From an optimization exercise on the open Yosys and OpenROAD flow, aimed at small area, a short achievable clock period and few clock cycles per item; shortcuts taken in it are not production practice.
The RTL was checked by simulation tests, not by an equivalence proof against the original design.

## flow/design.v (module list and top-level ports; edited modules follow where they fit)
// module xt1_mod_codec: 1442 lines
module xt1_mod_codec (
  input  wire        clk,
  input  wire        rst,         
  input  wire        in_valid,
  output wire        in_ready,
  input  wire        in_mode,     
  input  wire [32:0] in_data,
  output reg         out_valid,
  output reg  [32:0] out_data,    
  output reg         out_erase    
);
  // ...
==> flow/run.sh <==
#!/bin/bash
# synth_recipe.tcl (not shown) runs the flow's synth.tcl, then flattens the netlist and writes it again
# the make line also repeats each setting of config.mk as NAME=value (left out here)
make -C /OpenROAD-flow-scripts/flow DESIGN_CONFIG=/design/flow/config.mk WORK_HOME=/design/flow/orfs CLKGATE_MAP_FILE= SYNTH_SCRIPT=/design/flow/synth_recipe.tcl finish
==> flow/config.mk <==
export PLATFORM = sky130hd
export DESIGN_NAME = xt1_mod_codec
export DESIGN_NICKNAME = xt1_mod_codec
export VERILOG_FILES = /design/flow/design.v
export SDC_FILE = /design/flow/constraint.sdc
export NUM_CORES = 4
export LEC_CHECK = 0
export CAP_MARGIN = 20
export CORE_MARGIN = 2
export CORE_UTILIZATION = 40
export CTS_BUF_LIST = sky130_fd_sc_hd__clkbuf_4
export SLEW_MARGIN = 20
==> flow/constraint.sdc <==
create_clock -name core_clock -period 160.0 [get_ports {clk}]
set_input_delay 32.0000 -clock core_clock [delete_from_list [all_inputs] [get_ports {clk}]]
set_output_delay 32.0000 -clock core_clock [all_outputs]
set_load 0.01 [all_outputs]
==> metrics.csv, run 1 <==
metric,value,unit
outcome,no timing/DRC/antenna violations,
critPathCaptureType,output port,
ant_nets,0,
clk_latency,0.82,ns
grt_use_met3,0.0445,
synth-edff-count,0,
min_to,s5_w[0],
synth_xor_area_frac,0.0616,
gp_congestion,0.910,
post-route-period-util,0.210,
critPathKind,flop to output port,
synth-adder-area-share,0.437,
nonClkBufAreaFrac,0.0368,
nets,2551,
met3_length,2.35,mm
synth_top_flop_cell,dfxtp_1,
synth_top_family_by_area,adder cells,
die_area,54200,um2
holdPathStages,0,
rsz0062_at_grt,no,
wire_per_inst,14.4,um
worstSetupPathDepth,1,
antenna_found_initial,3,
diodes,3,
Testbench counts, summed over its fixed seeds: cycles 32,056, items 32,000.
==> inputs of run 2 (changes only) <==
--- a/flow/config.mk
+++ b/flow/config.mk
@@ -8,5 +8,4 @@
 export CAP_MARGIN = 20
 export CORE_MARGIN = 2
 export CORE_UTILIZATION = 40
-export CTS_BUF_LIST = sky130_fd_sc_hd__clkbuf_4
 export SLEW_MARGIN = 20
==> run 2 against run 1 <==
Sequential share of layout area is 0.29 points lower; design area is 1.2% higher; synthesized area stayed put; clock skew is 0.050 ns lower; count of clock-buffer cells in the layout is 55 lower; sequential cell count stayed put; non-clock buffer count stayed put; register-to-register slack worse by 0.06 ns; utilization is 0.55 points higher; die area stayed put; critical path depth stayed put; largest cell class unchanged.
==> metrics.csv, run 2 <==
metric,value,unit,change
outcome,no timing/DRC/antenna violations,,
worstPathCellList,clkdlybuf4s50_1,,
antenna_found_initial,1,,-2
diodes,0,,-3
rows,83,,
final_cells,2677,,
cp_data_arrival_time,1.40,ns,
slew_headroom,0.276,,
setup.worst_path.start_class,flop,,
ant_nets,0,,unchanged
synth_area,21000,um2,
first_pass_iters,5,,
routed_wl,39.3,mm,
path_delay_family,buffers and inverters,,
hp-start,s5_w[20],,
wire_per_inst,14.7,um,+1.8%
dp_hpwl,32.4,mm,
hold_viol_final,0,,
grt_usage,0.162,,
holdPathStages,0,,unchanged
postCtsHoldBufs,0,,
die_h,233,um,
cts_setup_buffers,0,,
yosysTopAreaCell,fa_1,,
min_to,s6_w[20],,
grt_pass1_vias,13900,,
synth_cell_types,68,,
h-tree-depth,2,,
reg2reg_setup_slack,134.18,ns,
clock_sinks,280,,
die_area,54200,um2,unchanged
post-route-period-util,0.209,,-0.00151
path_buf_inv,1,,
syn_inst,1876,,
critPathKind,flop to output port,,
cts-resized-gates,0,,
critPathCaptureType,output port,,
final_common_cell,inv_1,,
clk_latency,0.56,ns,-0.26 ns
drcViolationCount,0,,
io_buffers,71,,
r2r-end,s6_w[11],,
ys_ff_latch,280,,
ios,73,,
routed_via_density,4.62,,
synth_commonest_cells,"492 x inv_1, 388 x fa_1, 280 x dfxtp_1, 112 x ha_1, 108 x xnor2_1",,
dr.first_iter.drc_count,495,,
rsz0062_at_grt,no,,
clkTransAtPathRegs,0.06,ns,
clock_skew,0.0327,ns,
cp.required,128.00,ns,
cts_tree,built,,
crit_path_max_fanout,1,,
vias,12400,,
hold_class,flop to flop,,
syn_area_per_cell,11.2,um2,
finalCriticalPeriod,33.40,ns,
drive_gt1_frac,0.0831,,
finalSetupViolCount,0,,
nets,2508,,-1.7%
gp_congestion,0.910,,unchanged
cts_buffer_depth,3,,
async_flop_share,0,,
cts_root_buffer,clkbuf_16,,
worstMarginPinSlew,1.08,ns,
syn-num-nets,2413,,
clock.fmax,29.9,MHz,
yosysWarnings,1,,
setup_tns,0,ns,
post-route-util,0.462,,
maxCapViolations,0,,
area_growth,13.5,%,
fillers,4835,,
yosysSeqAreaShare,0.267,,
synth_top_flop_cell,dfxtp_1,,
timing.rr.start,s5_w[17],,
cpMaxStageDelayCell,clkdlybuf4s50_1,,
start_util,0.407,,
place_inst,2612,,
synth_most_common_cell,inv_1,,
final_cell_mix,"491 x inv_1, 388 x fa_1, 280 x dfxtp_1",,
max_stage_delay,0.53,ns,
synth_area_leaders,"fa_1 37%, dfxtp_1 27%, inv_1 8.8%, ha_1 6.7%, xnor2_1 4.5%",,
slew_violations,0,,
synth-edff-count,0,,unchanged
fp.dieW,233,um,
grt_first_pass_wirelength,69.0,mm,
grt_max_degree,48,,
numCtsBuffers,36,,
r2r_cells,93,,
yosys.area.top_type_share,0.371,,
core-area,51500,um2,
grt.overflow.total,0,,
==> run 2: changes by cell type in the layout (fill, tap and decap cells not counted), sizes merged <==
cell / previous run / this run
bufinv: 1 / 4
clkbuf: 103 / 48
clkinv: 30 / 9
clkinvlp: 1 / 2
diode: 3 / 0
==> run 2: metal layers <==
metal | wire length, um | vias to the layer above | GRT usage
met3 | 2150 | 62 | 0.0353
li1 | - | 5858 | -
met4 | 834 | 0 | 0.0402
met1 | 17300 | 6241 | 0.208
met2 | 19000 | 212 | 0.276
met5 | 0 | - | 0
==> run 2: kinds of logic after synthesis <==
group | share of synthesized area
fa+ha+maj | 0.437
flops | 0.267
mux | 0.0495
xor+xnor | 0.0616
compound gates | 0.0467
simple gates | 0.0425
other cells | 0.000179
buf+inv | 0.0946
==> run 2: cell type report <==
| cell class | instances | area (um2) | area share |
|---|---|---|---|
| clock buffer | 48 | 1030 | 0.0432 |
| clock inverter | 16 | 208 | 0.00873 |
| inverter | 493 | 1860 | 0.0780 |
| multi-input combinational | 1071 | 13400 | 0.562 |
| sequential | 280 | 5610 | 0.236 |
| tap | 680 | 851 | 0.0358 |
| timing repair buffer | 89 | 866 | 0.0364 |
==> run 2: stage by stage <==
step	setup WS, ns	hold slack [ns]	area [um2]
2_1_floorplan	127.67	0.310	21000
3_3_place_gp	127.18	0.311	22500
3_5_place_dp	127.16	0.312	22500
4_1_cts	126.55	0.291	23800
5_1_grt	126.54	0.305	23800
6_report	126.60	0.299	23800
==> run 2: worst max path at each step <==
stage | from | to | slack (ns) | cells past startpoint
after floorplan | out_data[0] | out_data[0] | 127.67 | 0
after global placement | out_data[28] | out_data[28] | 127.18 | 1
after detailed placement | rst | s1_v | 127.16 | 2
after CTS | out_data[8] | out_data[8] | 126.55 | 1
after global routing | out_data[8] | out_data[8] | 126.54 | 1
final | out_data[8] | out_data[8] | 126.60 | 1

re-timing with driven ports:
How much do the figures lean on ideal ports? The routed layouts below were timed once more, with nothing changed but the port constraints. Step 1 assumes that a clkbuf_16 drives the clock port and a buf_2 every other input. Step 2 times the ports against the registers' clock, not the clock port: input delays grow and output delays shrink by t, the midpoint of the rising clock arrivals with the driver on. Three values: no drivers, after step 1, after step 2; two values: the first two.
run	shift t [ns]	setup slack, ns	cell pins on the clock port's net
run 1	0.827	126.357 / 126.309 / 127.135	1
run 2	0.591	126.599 / 126.546 / 127.137	1
After both steps every run listed still meets setup and hold.
